This is an optimization exercise on Yosys and OpenROAD, whose aim is small area, a short achievable clock period and few clock cycles per item, not a production implementation.
The RTL was checked by simulation tests, not by an equivalence proof against the original design.

$ cat design/flow/config.mk
export PLATFORM = sky130hd
export DESIGN_NAME = filigree_lane
export DESIGN_NICKNAME = filigree_lane
export VERILOG_FILES = /design/flow/design.v
export SDC_FILE = /design/flow/constraint.sdc
export NUM_CORES = 4
export LEC_CHECK = 0
export ABC_AREA = 1
export CAP_MARGIN = 20
export CORE_MARGIN = 2
export CORE_UTILIZATION = 30
export SLEW_MARGIN = 20
$ cat design/flow/constraint.sdc
create_clock -name core_clock -period 27.0 [get_ports {clk}]
set_input_delay 5.4000 -clock core_clock [delete_from_list [all_inputs] [get_ports {clk}]]
set_output_delay 5.4000 -clock core_clock [all_outputs]
set_load 0.01 [all_outputs]
$ cat design/flow/design.v
module filigree_booth #(parameter WD = 24) (
    input  wire signed [31:0]      c,
    input  wire signed [WD-1:0]    d,
    input  wire                    ng,
    output wire [16*(WD+2)-1:0]    rows,
    output wire [15:0]             negs
);
    wire [32:0] cx = {c, 1'b0};
    genvar i;
    generate for (i = 0; i < 16; i = i + 1) begin : g
        wire [2:0]  t   = cx[2*i +: 3];
        wire        one = t[0] ^ t[1];
        wire        two = (t == 3'b011) | (t == 3'b100);
        wire        neg = (t[2] & ~(t[1] & t[0])) ^ ng;
        wire [WD:0] mag = ({(WD+1){one}} & {d[WD-1], d}) | ({(WD+1){two}} & {d, 1'b0});
        wire [WD:0] m   = mag ^ {(WD+1){neg}};
        assign rows[i*(WD+2) +: WD+2] = {~m[WD], m};
        assign negs[i] = neg;
    end endgenerate
endmodule
module filigree_bmul #(parameter ADD = 0) (
    input  wire signed [31:0] c,
    input  wire signed [37:0] d,
    input  wire        [4:0]  so,
    input  wire signed [39:0] a,
    output wire signed [49:0] r
);
    localparam WD = 38;
    localparam W  = ADD ? 77 : 70;
    wire [16*(WD+2)-1:0] rows;
    wire [15:0]          negs;
    filigree_booth #(.WD(WD)) ub (.c(c), .d(d), .ng(1'b0), .rows(rows), .negs(negs));
    wire       neg = (c[31] ^ d[WD-1]) & (|c) & (|d);
    wire [W-1:0] mask;
    genvar i;
    generate for (i = 0; i < W; i = i + 1) begin : gm
        if (i < 19) begin : lo
            assign mask[i] = 1'b1;
        end else begin : hi
            assign mask[i] = (so > i - 19);
        end
    end endgenerate
    wire signed [W-1:0] ax  = ADD ? {{(W-60){a[39]}}, a, 20'd0} : {W{1'b0}};
    wire        [W-1:0] ash = ax << so;
    reg [W-1:0] kc;
    reg [W-1:0] sum;
    integer k;
    always @(*) begin
        kc = {W{1'b0}};
        for (k = 0; k < 16; k = k + 1)
            kc = kc - ({{(W-1){1'b0}}, 1'b1} << (WD + 1 + 2*k));
        sum = kc + mask + {{(W-1){1'b0}}, ~neg} + ash;
        for (k = 0; k < 16; k = k + 1)
            sum = sum + ({{(W-WD-2){1'b0}}, rows[k*(WD+2) +: WD+2]} << (2*k))
                      + ({{(W-1){1'b0}}, negs[k]} << (2*k));
    end
    wire signed [W-21:0] s20 = sum[W-1:20];
    wire signed [W-21:0] sh  = s20 >>> so;
    assign r = sh[49:0];
endmodule
module filigree_amul (
    input  wire signed [31:0] c,
    input  wire signed [23:0] d,
    input  wire               ng,
    input  wire signed [39:0] a,
    output wire signed [40:0] r
);
    localparam WD = 24;
    localparam W  = 61;
    wire [16*(WD+2)-1:0] rows;
    wire [15:0]          negs;
    filigree_booth #(.WD(WD)) ub (.c(c), .d(d), .ng(ng), .rows(rows), .negs(negs));
    wire neg = (c[31] ^ d[WD-1]) & (|c) & (|d);
    reg [W-1:0] kc;
    reg [W-1:0] sum;
    integer k;
    always @(*) begin
        kc = {W{1'b0}};
        for (k = 0; k < 16; k = k + 1)
            kc = kc - ({{(W-1){1'b0}}, 1'b1} << (WD + 1 + 2*k));
        sum = kc + {{(W-19){1'b0}}, 19'h7FFFF} + {{(W-1){1'b0}}, neg ^ ~ng}
                 + {{(W-60){a[39]}}, a, 20'd0};
        for (k = 0; k < 16; k = k + 1)
            sum = sum + ({{(W-WD-2){1'b0}}, rows[k*(WD+2) +: WD+2]} << (2*k))
                      + ({{(W-1){1'b0}}, negs[k]} << (2*k));
    end
    assign r = sum[60:20];
endmodule
module filigree_lane (
    input  wire        clk,
    input  wire        rst,
    input  wire        cfg_we,
    input  wire [7:0]  cfg_addr,
    input  wire [31:0] cfg_wdata,
    input  wire        in_valid,
    output wire        in_ready,
    input  wire [23:0] v0,
    input  wire [23:0] v1,
    input  wire [23:0] v2,
    input  wire [23:0] v3,
    output reg         out_valid,
    output reg  [23:0] y,
    output reg         sat,
    output reg         ovf
);
    localparam [39:0] ACC_MAX = 40'sh7F_FFFF_FFFF;
    localparam [39:0] ACC_MIN = 40'sh80_0000_0000;
    reg signed [31:0] wgt  [0:3];
    reg signed [31:0] cb0  [0:3];
    reg signed [31:0] cb1  [0:3];
    reg signed [31:0] cb2  [0:3];
    reg signed [31:0] ca1  [0:3];
    reg signed [31:0] ca2  [0:3];
    reg signed [3:0]  sexp [0:3];
    reg               integ[0:3];
    reg               pol  [0:3];
    reg        [2:0]  nsec;
    reg signed [23:0] out_max;
    reg signed [23:0] out_min;
    reg signed [39:0] s1 [0:3];
    reg signed [39:0] s2 [0:3];
    reg signed [39:0] p1 [0:3];
    reg signed [39:0] p2 [0:3];
    reg               cpend;      
    reg               kp [0:3];   
    reg               cgt[0:3];   
    reg               cne[0:3];   
    localparam [2:0] ST_IDLE = 3'd0, ST_WA = 3'd1, ST_WB = 3'd2, ST_SEC = 3'd3, ST_FIN = 3'd4;
    reg [2:0]  state;
    reg [1:0]  sec;         
    reg        bfull;       
    reg        xv;          
    reg signed [23:0] vb0, vb1, vb2, vb3;
    reg signed [37:0] xn;       
    reg signed [37:0] bd;       
    reg signed [37:0] bq1;      
    reg signed [37:0] bq2;      
    reg signed [23:0] ysec;     
    reg               ovf_r;
    reg signed [31:0] oc0, oc1, oc2;    
    reg signed [31:0] oa1, oa2;         
    reg        [4:0]  bsh0, bsh1, bsh2;  
    reg               wm;               
    reg               b0w;              
    wire last   = ({1'b0, sec} == nsec - 3'd1);
    wire is_sec = (state == ST_SEC);
    wire is_fin = (state == ST_FIN);
    wire is_wb  = (state == ST_WB);
    assign in_ready = !bfull || is_wb || (is_fin && xv);
    wire accept = in_valid && in_ready;
    reg [2:0] nstate;
    reg [1:0] nsec_i;
    always @(*) begin
        nstate = state;
        nsec_i = sec;
        case (state)
            ST_IDLE: if (accept) nstate = ST_WA;
            ST_WA: nstate = ST_WB;
            ST_WB: begin
                nstate = ST_SEC;
                nsec_i = 2'd0;
            end
            ST_SEC: begin
                if (last) nstate = ST_FIN;
                else      nsec_i = sec + 2'd1;
            end
            default: begin
                nsec_i = 2'd0;
                if (bfull && xv)          nstate = ST_SEC;
                else if (bfull || accept) nstate = ST_WA;
                else                      nstate = ST_IDLE;
            end
        endcase
    end
    wire       n_wm   = (nstate == ST_SEC) ? (nsec_i == 2'd0) :
                        (nstate == ST_IDLE || nstate == ST_WA);
    wire       n_b0w  = (nstate == ST_WB || nstate == ST_FIN);
    wire [1:0] n_psec = (nstate == ST_FIN) ? nsec_i : nsec_i - 2'd1;
    wire [1:0] psec = is_fin ? sec : sec - 2'd1;
    wire signed [39:0] s1c = (sec == 2'd0) ? ((cpend && !kp[0]) ? p1[0] : s1[0]) : s1[sec];
    wire signed [49:0] rb0, rb1, rb2;
    wire signed [40:0] qa0, qa1;
    filigree_bmul #(.ADD(1)) ub0 (.c(oc0), .d(bd), .so(bsh0), .a(b0w ? 40'sd0 : s1c), .r(rb0));
    filigree_bmul ub1 (.c(oc1), .d(bq1), .so(bsh1), .a(40'sd0), .r(rb1));
    filigree_bmul ub2 (.c(oc2), .d(bq2), .so(bsh2), .a(40'sd0), .r(rb2));
    filigree_amul ua0 (.c(oa1), .d(wm ? vb0 : ysec), .ng(!wm), .a(wm ? 40'sd0 : s2[psec]),
                       .r(qa0));
    filigree_amul ua1 (.c(oa2), .d(wm ? vb1 : ysec), .ng(!wm), .a(40'sd0), .r(qa1));
    wire signed [49:0] acc    = rb0;
    wire               acc_hi = (acc > $signed({10'd0, ACC_MAX}));
    wire               acc_lo = (acc < $signed({{10{1'b1}}, ACC_MIN}));
    wire signed [50:0] ybias  = {acc[49], acc} + 51'sd128 - {50'd0, acc[49]};
    wire signed [42:0] yrnd   = ybias[50:8];
    wire               y_hi   = (yrnd > 43'sd8388607);
    wire               y_lo   = (yrnd < -43'sd8388608);
    wire signed [23:0] ysat   = y_hi ? 24'sh7FFFFF : (y_lo ? 24'sh800000 : yrnd[23:0]);
    wire signed [50:0] n1    = rb1 + qa0;
    wire signed [50:0] n2    = rb2 + qa1;
    wire               n1_hi = (n1 > $signed({11'd0, ACC_MAX}));
    wire               n1_lo = (n1 < $signed({{11{1'b1}}, ACC_MIN}));
    wire               n2_hi = (n2 > $signed({11'd0, ACC_MAX}));
    wire               n2_lo = (n2 < $signed({{11{1'b1}}, ACC_MIN}));
    wire signed [39:0] n1s   = n1_hi ? ACC_MAX : (n1_lo ? ACC_MIN : n1[39:0]);
    wire signed [39:0] n2s   = n2_hi ? ACC_MAX : (n2_lo ? ACC_MIN : n2[39:0]);
    wire               n_sat = n1_hi | n1_lo | n2_hi | n2_lo;
    wire signed [37:0] xsum3 = rb1 + qa0 + qa1;
    wire signed [37:0] xsum  = xn + rb0;
    wire lim_hi = (ysec > out_max);
    wire lim_lo = !lim_hi && (ysec < out_min);
    wire signed [23:0] ylim = lim_hi ? out_max : (lim_lo ? out_min : ysec);
    wire signed [39:0] s1l   = s1[psec];
    wire signed [41:0] qd    = qa0 - s1l;
    wire signed [51:0] dd    = rb1 + qd;              
    wire               l_max = (s1l == $signed(ACC_MAX));
    wire               l_min = (s1l == $signed(ACC_MIN));
    wire               l_gt  = n1_hi ? !l_max : (n1_lo ? 1'b0   : (!dd[51] && dd != 52'sd0));
    wire               l_ne  = n1_hi ? !l_max : (n1_lo ? !l_min : (dd != 52'sd0));
    reg keep [0:3];
    integer i;
    always @(*) begin
        for (i = 0; i < 4; i = i + 1) begin
            if (i == sec)
                keep[i] = integ[i] && (lim_hi || lim_lo) && l_ne && (l_gt ^ lim_lo ^ pol[i]);
            else
                keep[i] = integ[i] && (lim_hi || lim_lo) && cne[i] && (cgt[i] ^ lim_lo ^ pol[i]);
        end
    end
    wire [3:0] csec  = cfg_addr[7:4] - 4'h1;
    wire       cfg_ok = cfg_we && state == ST_IDLE && !bfull;
    integer j;
    always @(posedge clk) begin
        if (rst) begin
            state     <= ST_IDLE;
            sec       <= 2'd0;
            bfull     <= 1'b0;
            xv        <= 1'b0;
            cpend     <= 1'b0;
            out_valid <= 1'b0;
            y         <= 24'd0;
            sat       <= 1'b0;
            ovf       <= 1'b0;
            nsec      <= 3'd1;
            out_max   <= 24'sh7FFFFF;
            out_min   <= 24'sh800000;
            for (j = 0; j < 4; j = j + 1) begin
                wgt[j]   <= (j == 0) ? 32'sh1000_0000 : 32'sd0;
                cb0[j]   <= 32'sh1000_0000;
                cb1[j]   <= 32'sd0;
                cb2[j]   <= 32'sd0;
                ca1[j]   <= 32'sd0;
                ca2[j]   <= 32'sd0;
                sexp[j]  <= 4'sd0;
                integ[j] <= 1'b0;
                pol[j]   <= 1'b0;
                s1[j]    <= 40'sd0;
                s2[j]    <= 40'sd0;
            end
        end else begin
            out_valid <= 1'b0;
            if (cpend) begin
                cpend <= 1'b0;
                for (j = 0; j < 4; j = j + 1) begin
                    if (j < nsec && !kp[j]) begin
                        s1[j] <= p1[j];
                        s2[j] <= p2[j];
                    end
                end
            end
            if (cfg_ok) begin
                case (cfg_addr)
                    8'h00, 8'h01, 8'h02, 8'h03: wgt[cfg_addr[1:0]] <= cfg_wdata;
                    8'h04: if (cfg_wdata >= 32'd1 && cfg_wdata <= 32'd4) nsec <= cfg_wdata[2:0];
                    8'h05: out_max <= cfg_wdata[23:0];
                    8'h06: out_min <= cfg_wdata[23:0];
                    8'h07: if (cfg_wdata[0]) begin
                        for (j = 0; j < 4; j = j + 1) begin
                            s1[j] <= 40'sd0;
                            s2[j] <= 40'sd0;
                        end
                    end
                    default: begin
                        if (cfg_addr[7:4] >= 4'h1 && cfg_addr[7:4] <= 4'h4) begin
                            case (cfg_addr[3:0])
                                4'd0: cb0[csec[1:0]] <= cfg_wdata;
                                4'd1: cb1[csec[1:0]] <= cfg_wdata;
                                4'd2: cb2[csec[1:0]] <= cfg_wdata;
                                4'd3: ca1[csec[1:0]] <= cfg_wdata;
                                4'd4: ca2[csec[1:0]] <= cfg_wdata;
                                4'd5: begin
                                    sexp [csec[1:0]] <= cfg_wdata[3:0];
                                    integ[csec[1:0]] <= cfg_wdata[8];
                                    pol  [csec[1:0]] <= cfg_wdata[9];
                                end
                                default: ;
                            endcase
                        end
                    end
                endcase
            end
            if (accept) begin
                vb0   <= v0;
                vb1   <= v1;
                vb2   <= v2;
                vb3   <= v3;
                bfull <= 1'b1;
                xv    <= 1'b0;
            end
            state <= nstate;
            sec   <= nsec_i;
            oc0   <= n_b0w ? wgt[3] : cb0[nsec_i];
            oc1   <= n_wm ? wgt[2] : cb1[n_psec];
            oc2   <= cb2[n_psec];
            oa1   <= n_wm ? wgt[0] : ca1[n_psec];
            oa2   <= n_wm ? wgt[1] : ca2[n_psec];
            bsh0  <= n_b0w ? 5'd8 : (5'd8 - {sexp[nsec_i][3], sexp[nsec_i]});
            bsh1  <= n_wm ? 5'd8 : (5'd8 - {sexp[n_psec][3], sexp[n_psec]});
            bsh2  <= 5'd8 - {sexp[n_psec][3], sexp[n_psec]};
            wm    <= n_wm;
            b0w   <= n_b0w;
            if (n_wm) begin
                bq1 <= accept ? {{6{v2[23]}}, v2, 8'd0} : {{6{vb2[23]}}, vb2, 8'd0};
            end else if (is_sec) begin
                bq1 <= bd;
                bq2 <= bd;
            end
            case (state)
                ST_WA: begin
                    xn <= xsum3;
                    bd <= {{6{vb3[23]}}, vb3, 8'd0};
                end
                ST_WB: begin
                    bd <= xsum;
                    if (!accept) bfull <= 1'b0;
                end
                ST_SEC: begin
                    if (sec == 2'd0) begin
                        if (bfull) begin
                            xn <= xsum3;
                            xv <= 1'b1;
                        end
                        ovf_r <= acc_hi | acc_lo | y_hi | y_lo;
                    end else begin
                        p1[sec - 2'd1]  <= n1s;
                        p2[sec - 2'd1]  <= n2s;
                        cgt[sec - 2'd1] <= l_gt;
                        cne[sec - 2'd1] <= l_ne;
                        ovf_r <= ovf_r | acc_hi | acc_lo | y_hi | y_lo | n_sat;
                    end
                    ysec <= ysat;
                    if (last)
                        bd <= {{6{vb3[23]}}, vb3, 8'd0};    
                    else
                        bd <= {{6{ysat[23]}}, ysat, 8'd0};
                end
                ST_FIN: begin  
                    p1[sec]   <= n1s;
                    p2[sec]   <= n2s;
                    for (j = 0; j < 4; j = j + 1)
                        kp[j] <= keep[j];
                    cpend     <= 1'b1;
                    out_valid <= 1'b1;
                    y         <= ylim;
                    sat       <= lim_hi | lim_lo;
                    ovf       <= ovf_r | n_sat;
                    if (bfull && xv) begin
                        bd <= xsum;
                        if (!accept) bfull <= 1'b0;
                    end
                end
                default: ;
            endcase
        end
    end
endmodule
$ cat design/flow/run.sh
#!/bin/bash
# synth_recipe.tcl (not shown) runs the flow's synth.tcl, then flattens the netlist and writes it again
# the make line also repeats each setting of config.mk as NAME=value (left out here)
make -C /OpenROAD-flow-scripts/flow DESIGN_CONFIG=/design/flow/config.mk WORK_HOME=/design/flow/orfs CLKGATE_MAP_FILE= SYNTH_SCRIPT=/design/flow/synth_recipe.tcl finish
==> impl_metrics.toml, run 1 <==
[critical_path]
r2r_end = "p2[2][35]"
reg2reg_depth = 56
crit_top_cell = "nand2_1"
cp_max_fo = 52
crit_arrival_ns = 17.22
max_stage_delay_ns = 1.04
startpoint_type = "flop"
ff2ff_setup_slack_ns = 10.27
end_kind = "flop"
r2r-start = "wm"
critical_path_class = "reg2reg"
critPathSlowestCell = "o21ai_0"
crit_required_ns = 27.50

[yosys]
ys_async_sr_fraction = 0
synth_top_flop_cell = "edfxtp_1"
yosysMostFrequentCell = "inv_1"
yosys-top-cells-area = "fa_1, edfxtp_1, xor2_1"
synth_top_area_frac = 0.203
synth_commonest_cells = "inv_1, nand2_1, xor2_1, o22ai_1, fa_1"
synthCells = 28600
synth_top_area_cell = "fa_1"
synth-seq-area-share = 0.227
synth-edff-count = 1574
syn_area_um2 = 244000
ys_ff_latch = 1979
yosys_warnings = 8
syn-mean-instance-area_um2 = 8.55
ys_types = 83

[die]
start_util = 0.301
io_pins = 168
coreArea_um2 = 812000
dieWidth_um = 906
die_area_um2 = 821000
rows = 331
fp.dieH_um = 906

[sta]
slew_viol_final = 0
setup_viol = 0
hold_violations = 0
finalClockSkew_ns = 0.133
rsz0062_at_grt = "no"
period_needed_ns = 16.73
clock.fmax_ghz = 0.0598
fin_crit_sh = 0.620
maxSlewHeadroom = 0.121
fin_tns_setup_ns = 0
tightest_slew_ns = 1.31

[final_layout]
nNetsFinal = 32000
drive_above_1_share = 0.0564
fin_area_um2 = 267000
final_util = 0.329
area_growth_pct = 9.29
fill_cells = 84600
final_cell_count_no_fill = 38700

[placement]
gp_congestion = 1.07
io_buffers = 167
dpl_cell_area_um2 = 260000
dp_cells = 38300
hpwl_um = 810000

[routing]
drt_iter0_drc = 28100
post-route-drc-count = 0
first_pass_iters = 10
vias = 219000
via_per_inst = 5.65
wirelength_um = 1090000
ant_nets = 0
wl_per_cell_um = 28.2

[clocking]
cts_setup_buffers = 0
cts_made_buffers = 204
root_buffer = "clkbuf_16"
htree_levels = 4
cts_resized = 0
clk_pin_slew_ns = 0.06
clockBufferDepth = 4
hold_buffers = 0
cts_tree = "yes"
clk_latency_ns = 0.99
cts_sinks = 1979

[global_routing]
groute.layer.met2.usage = 0.367
antenna_found_initial = 107
grt_pass1_vias = 215000
overflow = 0
use_met1 = 0.336
top_usage_layer = "met2"
use_met3 = 0.0909
grt_max_degree = 133
grt_use_total = 0.255
grt_pass1_wl_um = 1550000

[worst_hold_path]
hold_depth = 2
worstHoldEndpoint = "s2[0][26]"
hold_class = "reg2reg"
hold_start = "s2[0][26]"

[run]
maxCapViolCount = 0

[status]
status = "no timing/DRC/antenna violations"
how the worst max path moves through the flow:
stage	start	to	cells past startpoint
CTS	wm	p2[2][35]	57
floorplan	rst	ca1[0][0]	4
global placement	wm	p1[0][24]	53
global route	wm	kp[0]	61
finish	wm	p2[2][35]	56
detailed placement	wm	p2[2][35]	57
layer usage:
layer | wire [um] | vias up | part of all wire
met3 | 145000 | 2680 | 0.13
met4 | 68800 | 82 | 0.063
met5 | 743 | - | 0.00068
li1 | - | 93500 | -
met2 | 445000 | 13900 | 0.41
met1 | 431000 | 109000 | 0.39
cells by family (layout without fill, tap and decap cells):
group | Yosys count | after routing | share of synthesized area
AND/OR/NAND/NOR | 6604 | 6604 | 0.111
AO/OA/AOI/OAI | 6414 | 6414 | 0.156
flip-flops | 1979 | 1979 | 0.227
other | 1 | 38 | 0.0000154
buffers and inverters | 6032 | 5317 | 0.0933
multiplexers | 164 | 164 | 0.00674
XOR/XNOR | 3150 | 3150 | 0.113
adder cells (fa/ha/maj) | 4224 | 4224 | 0.293
layout by cell type, fill, tap and decap left out, types with 151 or more instances in the layout:
master	instances
inv_1	3875
o211ai_1	159
clkbuf_16	209
o22ai_1	2589
fa_1	2474
xor2_1	2865
a31oi_1	194
o21bai_1	219
ha_1	1748
nor2_1	1991
clkdlybuf4s50_1	166
nand2_1	3135
nand3_1	801
dfxtp_1	403
buf_4	689
nor3_1	220
nand4_1	151
a21oi_1	1234
edfxtp_1	1574
xnor2_1	218
o21ai_0	1367
per-stage QoR:
stage | setup WS (ns) | hold WS (ns)
2_1_floorplan | 13.03 | 0.435
3_3_place_gp | 10.43 | 0.445
3_5_place_dp | 10.48 | 0.450
4_1_cts | 10.44 | 0.453
5_1_grt | 9.43 | 0.469
6_report | 10.27 | 0.460
sequential cells by signal (all words and copies together), names as in the netlist, 38 cells and up:
signal and flops:
p2 160, s1 160, p1 160, s2 160, cb1 128, bq2 38, ca1 128, xn 38
bq1 38, cb0 128, bd 38, ca2 128, cb2 128, wgt 128
area by class of cell:
class | instances | area [um2] | area share
diodes | 35 | 87.6 | 0.000328
inverters | 4049 | 15200 | 0.0570
clock inverters | 92 | 1010 | 0.00377
repair buffers | 892 | 7570 | 0.0284
flip-flops and latches | 1979 | 55400 | 0.208
well taps | 10800 | 13500 | 0.0508
clock buffers | 284 | 5700 | 0.0214
multi-input cells | 20600 | 168000 | 0.631
critical path, delay by kind of cell (launching register included):
family,cells,cell delay [ns]
flip-flops,1,0.32
buffers and inverters,9,3.24
adder cells (fa/ha/maj),8,3.59
AND/OR/NAND/NOR,14,2.67
AO/OA/AOI/OAI,23,5.40
XOR/XNOR,2,0.98
Testbench counts, summed over its fixed seeds: cycles 13,904, items 3,840.
==> run 2, diff against run 1 <==
--- a/design/flow/design.v
+++ b/design/flow/design.v
@@ -238,5 +238,2 @@
             out_valid <= 1'b0;
-            y         <= 24'd0;
-            sat       <= 1'b0;
-            ovf       <= 1'b0;
             nsec      <= 3'd1;
@@ -309,18 +306,2 @@
             sec   <= nsec_i;
-            oc0   <= n_b0w ? wgt[3] : cb0[nsec_i];
-            oc1   <= n_wm ? wgt[2] : cb1[n_psec];
-            oc2   <= cb2[n_psec];
-            oa1   <= n_wm ? wgt[0] : ca1[n_psec];
-            oa2   <= n_wm ? wgt[1] : ca2[n_psec];
-            bsh0  <= n_b0w ? 5'd8 : (5'd8 - {sexp[nsec_i][3], sexp[nsec_i]});
-            bsh1  <= n_wm ? 5'd8 : (5'd8 - {sexp[n_psec][3], sexp[n_psec]});
-            bsh2  <= 5'd8 - {sexp[n_psec][3], sexp[n_psec]};
-            wm    <= n_wm;
-            b0w   <= n_b0w;
-            if (n_wm) begin
-                bq1 <= accept ? {{6{v2[23]}}, v2, 8'd0} : {{6{vb2[23]}}, vb2, 8'd0};
-            end else if (is_sec) begin
-                bq1 <= bd;
-                bq2 <= bd;
-            end
             case (state)
@@ -328,6 +309,4 @@
                     xn <= xsum3;
-                    bd <= {{6{vb3[23]}}, vb3, 8'd0};
                 end
                 ST_WB: begin
-                    bd <= xsum;
                     if (!accept) bfull <= 1'b0;
@@ -340,3 +319,2 @@
                         end
-                        ovf_r <= acc_hi | acc_lo | y_hi | y_lo;
                     end else begin
@@ -346,9 +324,3 @@
                         cne[sec - 2'd1] <= l_ne;
-                        ovf_r <= ovf_r | acc_hi | acc_lo | y_hi | y_lo | n_sat;
                     end
-                    ysec <= ysat;
-                    if (last)
-                        bd <= {{6{vb3[23]}}, vb3, 8'd0};    
-                    else
-                        bd <= {{6{ysat[23]}}, ysat, 8'd0};
                 end
@@ -361,7 +333,3 @@
                     out_valid <= 1'b1;
-                    y         <= ylim;
-                    sat       <= lim_hi | lim_lo;
-                    ovf       <= ovf_r | n_sat;
                     if (bfull && xv) begin
-                        bd <= xsum;
                         if (!accept) bfull <= 1'b0;
@@ -373,2 +341,27 @@
     end
+    always @(posedge clk) begin
+        oc0  <= n_b0w ? wgt[3] : cb0[nsec_i];
+        oc1  <= n_wm ? wgt[2] : cb1[n_psec];
+        oc2  <= cb2[n_psec];
+        oa1  <= n_wm ? wgt[0] : ca1[n_psec];
+        oa2  <= n_wm ? wgt[1] : ca2[n_psec];
+        bsh0 <= n_b0w ? 5'd8 : (5'd8 - {sexp[nsec_i][3], sexp[nsec_i]});
+        bsh1 <= n_wm ? 5'd8 : (5'd8 - {sexp[n_psec][3], sexp[n_psec]});
+        bsh2 <= 5'd8 - {sexp[n_psec][3], sexp[n_psec]};
+        wm   <= n_wm;
+        b0w  <= n_b0w;
+        bq1  <= n_wm ? (accept ? {{6{v2[23]}}, v2, 8'd0} : {{6{vb2[23]}}, vb2, 8'd0}) : bd;
+        bq2  <= bd;
+        if (is_wb || is_fin)
+            bd <= xsum;
+        else if (is_sec && !last)
+            bd <= {{6{ysat[23]}}, ysat, 8'd0};
+        else
+            bd <= {{6{vb3[23]}}, vb3, 8'd0};
+        ysec  <= ysat;
+        ovf_r <= (sec != 2'd0 && (ovf_r || n_sat)) || acc_hi || acc_lo || y_hi || y_lo;
+        y     <= ylim;
+        sat   <= lim_hi | lim_lo;
+        ovf   <= ovf_r | n_sat;
+    end
 endmodule
==> design/flow/flow/run.sh (new file) <==
#!/bin/bash
set -euo pipefail
export SETUP_SLACK_MARGIN=12
bash standard.sh > standard_flow.log 2>&1
==> design/flow/standard.sh (new file) <==
#!/bin/bash
# synth_recipe.tcl (not shown) runs the flow's synth.tcl, then flattens the netlist and writes it again
# the make line also repeats each setting of config.mk as NAME=value (left out here)
make -C /OpenROAD-flow-scripts/flow DESIGN_CONFIG=/design/flow/config.mk WORK_HOME=/design/flow/orfs CLKGATE_MAP_FILE= SYNTH_SCRIPT=/design/flow/synth_recipe.tcl "${@:-finish}"
removed: design/flow/run.sh
==> impl_metrics.toml, run 2 <==
[die]
die_area_um2 = 806000
io_pins = 168
dieWidth_um = 898
rows = 328
start_util = 0.301
fp.dieH_um = 898
coreArea_um2 = 797000

[global_routing]
antenna_found_initial = 93
overflow = 0
grt_pass1_wl_um = 1530000
grt_use_total = 0.253
grt_pass1_vias = 216000
grt_max_degree = 197

[critical_path]
crit_top_cell = "inv_1"
r2r-start = "sec[0]"
cp_max_fo = 29
crit_arrival_ns = 15.34
startpoint_type = "flop"
critPathBufInv = 21
r2r_end = "bd[36]"
critPathSlowestCell = "o311ai_0"
end_kind = "flop"
reg2reg_depth = 74
max_stage_delay_ns = 0.86
critical_path_class = "reg2reg"
path_delay_family = "compound AO/OA/AOI/OAI gates"
crit_required_ns = 27.79
ff2ff_setup_slack_ns = 12.45

[final_layout]
area_growth_pct = 9.71
fill_cells = 83100
mostFrequentLayoutCells = "inv_1, nand2_1, xor2_1"
final_common_cell = "inv_1"
drive_above_1_share = 0.0620
nNetsFinal = 32000

[routing]
vias = 217000
post-route-drc-count = 0
drt_iter0_drc = 26500
first_pass_iters = 8
ant_nets = 0
wl_per_cell_um = 27.6
wirelength_um = 1060000
via_per_inst = 5.64

[worst_hold_path]
hold_start = "bd[34]"
worstHoldEndpoint = "bq2[34]"
hold_class = "reg2reg"
hold_depth = 0

[status]
status = "no timing/DRC/antenna violations"

[clocking]
root_buffer = "clkbuf_16"
cts_sinks = 1979
clk_latency_ns = 1.03
cts_tree = "yes"
cts_made_buffers = 218
htree_levels = 4
clk_pin_slew_ns = 0.07
clockBufferDepth = 4
hold_buffers = 0

[sta]
slew_viol_final = 0
hold_violations = 0
tightest_slew_ns = 1.32
finalClockSkew_ns = 0.153
fin_crit_sh = 0.539
maxSlewHeadroom = 0.113
fin_ws_ns = 12.45
rsz0062_at_grt = "yes"
clock.fmax_ghz = 0.0687
period_needed_ns = 14.55
setup_viol = 0
fin_tns_setup_ns = 0

[placement]
dpl_worst_slack_ns = 10.07
io_buffers = 167
hpwl_um = 786000
gp_congestion = 1.03

[yosys]
synth_top_area_cell = "fa_1"
yosys-top-cells-area = "fa_1, edfxtp_1, xor2_1"
synth-edff-count = 1258
syn-mean-instance-area_um2 = 8.42
synthCells = 28500
synth_top_flop_cell = "edfxtp_1"
ys_types = 80
syn_area_um2 = 240000
ys_ff_latch = 1979
synth-seq-area-share = 0.218
yosys_warnings = 8
yosysMostFrequentCell = "inv_1"
synth_top_area_frac = 0.207
ys_async_sr_fraction = 0
synth_commonest_cells = "inv_1, nand2_1, xor2_1, o22ai_1, nor2_1"

[run]
maxCapViolCount = 0
-- run 2: changes by cell type in the layout (fill, tap and decap cells not counted), moves of 57 or more --
cell,change
edfxtp_1,-316
dfxtp_1,+298
nand2_1,-139
nand3_1,+77
nor2_1,+498
o2111ai_1,+94
inv_1,-295
o21bai_1,-167
o21ai_0,-121
o211ai_1,-57
-- run 2: worst max path at each step --
stage	startpoint	end	slack [ns]	cells after the start
after floorplan	oc2[1]	p2[0][29]	14.77	69
after global placement	oc2[1]	ovf_r	9.93	72
after detailed placement	oc2[1]	ovf_r	10.07	73
after CTS	sec[0]	kp[2]	12.00	63
after global routing	sec[0]	bd[36]	11.79	75
final	sec[0]	bd[36]	12.45	74
-- run 2: what timing repair did --
action / 4_1_cts / 5_1_grt
resized for setup: 84 / 256
endpoints found under the setup margin: 389 / 383
setup buffers: 10 / 29
gates cloned: 3 / 0
pin swaps: 3 / 21
-- run 2: metrics by stage --
stage,util,cells,hold WS (ns),cell area (um2)
detailed placement,0.319,37900,0.404,254000
floorplan,-,28500,0.350,240000
finish,0.330,38400,0.426,263000
CTS,0.328,38300,0.403,262000
global route,0.330,38400,0.410,263000
global placement,0.318,37900,0.416,254000
-- run 2: logic make-up (layout without fill, tap and decap cells) --
group / count (synthesis) / count (layout) / share of synthesized area
simple gates: 7078 / 7079 / 0.121
compound gates: 6153 / 6153 / 0.151
buf+inv: 5763 / 5075 / 0.0910
fa+ha+maj: 4225 / 4225 / 0.298
xor+xnor: 3124 / 3124 / 0.114
flops: 1979 / 1979 / 0.218
mux: 156 / 157 / 0.00654
other cells: 1 / 66 / 0.0000156
-- run 2: cell type report --
type / instances / area [um2] / area share
multi-input cells: 20700 / 168000 / 0.639
flip-flops and latches: 1979 / 52300 / 0.199
inverters: 3769 / 14300 / 0.0543
well taps: 10600 / 13200 / 0.0502
repair buffers: 896 / 7530 / 0.0286
clock buffers: 290 / 6170 / 0.0235
clock inverters: 119 / 1280 / 0.00486
diodes: 63 / 158 / 0.000599
repair inverters: 1 / 7.51 / 0.0000285
-- run 2: per-layer routing --
layer | vias up | part of all wire | track usage
met5 | - | 0.00035 | 0.000117
met4 | 58 | 0.076 | 0.154
met3 | 3100 | 0.11 | 0.0639
met2 | 13300 | 0.43 | 0.389
met1 | 107000 | 0.38 | 0.320
li1 | 93100 | - | -
Testbench counts of run 2, summed over its fixed seeds: cycles 13,904, items 3,840.
==> run 3, diff against run 2 <==
==> design/flow/flow/run.sh (replaced) <==
#!/bin/bash
set -euo pipefail
export SETUP_SLACK_MARGIN=14
bash standard.sh > standard_flow.log 2>&1
==> impl_metrics.toml, run 3 <==
[critical_path]
cp-startpoint = "oc0[25]"
r2r_end = "bd[36]"
critPathSlowestCell = "dfxtp_1"
critical_path_class = "reg2reg"
crit_arrival_ns = 13.53
r2r-start = "oc0[25]"
crit_required_ns = 27.79
startpoint_type = "flop"
ff2ff_setup_slack_ns = 14.26
critPathBufInv = 13
path_delay_family = "adder cells"
cp_max_fo = 32
crit_top_cell = "o21ai_2"
reg2reg_depth = 63
max_stage_delay_ns = 0.94
path_depth = 63
end_kind = "flop"

[yosys]
yosys_warnings = 8
synth-seq-area-share = 0.218
ys_ff_latch = 1979
synth_top_family_by_area = "adder cells"
synth_commonest_cells = "inv_1, nand2_1, xor2_1, o22ai_1, nor2_1"
synth_compound_area_frac = 0.151
ys_async_sr_fraction = 0
yosys-top-cells-area = "fa_1, edfxtp_1, xor2_1"
synth_xor_xnor_area_share = 0.114
synth-simple-area-share = 0.121
yosysMostFrequentCell = "inv_1"
synthCells = 28500
syn-mean-instance-area_um2 = 8.42
synth-edff-count = 1258
syn_area_um2 = 240000
synth_top_flop_cell = "edfxtp_1"
synth.area.mux_share = 0.00654
synth_top_area_frac = 0.207
ys_types = 80
synth_fa_ha_area_frac = 0.298
synth_top_area_cell = "fa_1"

[placement]
hpwl_um = 786000
gp_congestion = 1.03
dpl_cell_area_um2 = 254000
io_buffers = 167

[die]
fp.dieH_um = 898
coreArea_um2 = 797000
rows = 328
start_util = 0.301
io_pins = 168
dieWidth_um = 898
die_area_um2 = 806000

[global_routing]
grt_pass1_wl_um = 1540000
antenna_found_initial = 90
overflow = 0
grt_max_degree = 197
grt_use_total = 0.255
grt_pass1_vias = 218000

[final_layout]
mostFrequentLayoutCells = "inv_1, nand2_1, xor2_1"
fin_area_um2 = 274000
final_common_cell = "inv_1"
area_growth_pct = 14.2
nNetsFinal = 32400
drive_above_1_share = 0.107

[sta]
fin_tns_setup_ns = 0
finalClockSkew_ns = 0.157
rsz0062_at_grt = "yes"
tightest_slew_ns = 1.39
maxSlewHeadroom = 0.0704
fin_crit_sh = 0.472
clock.fmax_ghz = 0.0785
period_needed_ns = 12.74
hold_violations = 0
setup_viol = 0
slew_viol_final = 0

[worst_hold_path]
hold_start = "bd[35]"
worstHoldEndpoint = "bq2[35]"
hold_class = "reg2reg"
hold_depth = 0

[clocking]
root_buffer = "clkbuf_16"
clk_pin_slew_ns = 0.07
clockBufferDepth = 4
hold_buffers = 0
cts_sinks = 1979
cts_made_buffers = 218
clk_latency_ns = 1.03
htree_levels = 4
cts_tree = "yes"

[routing]
ant_nets = 0
wirelength_um = 1080000
post-route-drc-count = 0
via_per_inst = 5.66
wl_per_cell_um = 27.9
drt_iter0_drc = 27000
vias = 220000
first_pass_iters = 9

[run]
maxCapViolCount = 0

[status]
status = "no timing/DRC/antenna violations"
-- run 3: changes by cell type in the layout (fill, tap and decap cells not counted), sizes merged --
cell	delta
buf	+321
bufbuf	+18
bufinv	+3
clkbuf	+34
clkinv	+2
clkinvlp	+24
inv	-22
-- run 3: per-stage QoR --
step | cells | utilization | hold WS [ns] | setup WS [ns]
3_5_place_dp | 37900 | 0.319 | 0.404 | 10.07
5_1_grt | 38800 | 0.343 | 0.410 | 13.74
2_1_floorplan | 28500 | - | 0.350 | 14.77
3_3_place_gp | 37900 | 0.318 | 0.416 | 9.93
4_1_cts | 38500 | 0.334 | 0.403 | 13.92
6_report | 38800 | 0.343 | 0.426 | 14.26
-- run 3: final cells by class --
type,instances,area [um2]
multi-input combinational,20700,173000
clock inverter,119,1280
timing repair buffer,1269,12700
sequential,1979,52400
timing repair inverter,8,67.6
fill,82200,523000
inverter,3769,14600
tap,10600,13200
clock buffer,290,6170
antenna,63,158
-- run 3: how the worst max path moves through the flow --
stage	end	slack, ns
2_1_floorplan	p2[0][29]	14.77
3_3_place_gp	ovf_r	9.93
3_5_place_dp	ovf_r	10.07
4_1_cts	ovf_r	13.92
5_1_grt	bd[36]	13.74
6_report	bd[36]	14.26
-- run 3: worst reg2reg max path: cells and delay by family, from the launching register on --
family	cells	cell delay (ns)
XOR/XNOR	1	0.33
AND/OR/NAND/NOR	20	2.50
buffers and inverters	13	1.51
flip-flops	1	0.94
adder cells (fa/ha/maj)	8	3.87
AO/OA/AOI/OAI	21	3.39
-- run 3: timing repair --
item | CTS | global route
setup endpoints to repair | 414 | 395
pin swaps | 83 | 314
resized for setup | 876 | 1137
buffers inserted | 118 | 243
cloned | 27 | 35
-- run 3: cells by family after synthesis --
family | after synthesis
AOI/OAI and AO/OA | 6153
xor gates and xnor gates | 3124
adders and majority gates | 4225
buffers and inverters | 5763
DFF | 1979
muxes | 156
other | 1
and+or+nand+nor | 7078
-- run 3: layer usage --
layer  part of all wire  vias to the layer above  track usage  wire, um
met5            0.00038                        -     0.000117       410
met1               0.38                   108000        0.320    409000
li1                   -                    94000            -         -
met4              0.082                       52        0.162     88700
met3               0.11                     3298       0.0681    123000
met2               0.43                    13900        0.390    463000

-- afterwards: timing with drivers on the ports --
The results above use ideal ports. As a check the final layouts listed here were re-extracted and re-timed, cells and wires unchanged. Step 1 (the two cells are an assumption about what drives the block):
set clk [get_ports {clk}]
set_driving_cell -lib_cell sky130_fd_sc_hd__clkbuf_16 $clk
set_driving_cell -lib_cell sky130_fd_sc_hd__buf_2 [delete_from_list [all_inputs] $clk]
Step 2 moves the port delays by t, midway between the first and last clock arrival at a register: inputs arrive t later, outputs are due t later. That takes back most of the time a late clock gives input paths. a / b / c = no drivers / after step 1 / after step 2; a / b = the first two.
run | t, ns | setup slack, ns | slew at the worst register clock pin (ns)
run 1 | 1.027 | 10.273 / 10.273 / 10.273 | 0.09 / 0.09
run 2 | 1.063 | 12.452 / 12.452 / 12.452 | 0.09 / 0.09
run 3 | 1.066 | 14.260 / 14.260 / 14.260 | 0.09 / 0.09
After both steps every run listed still meets setup and hold.
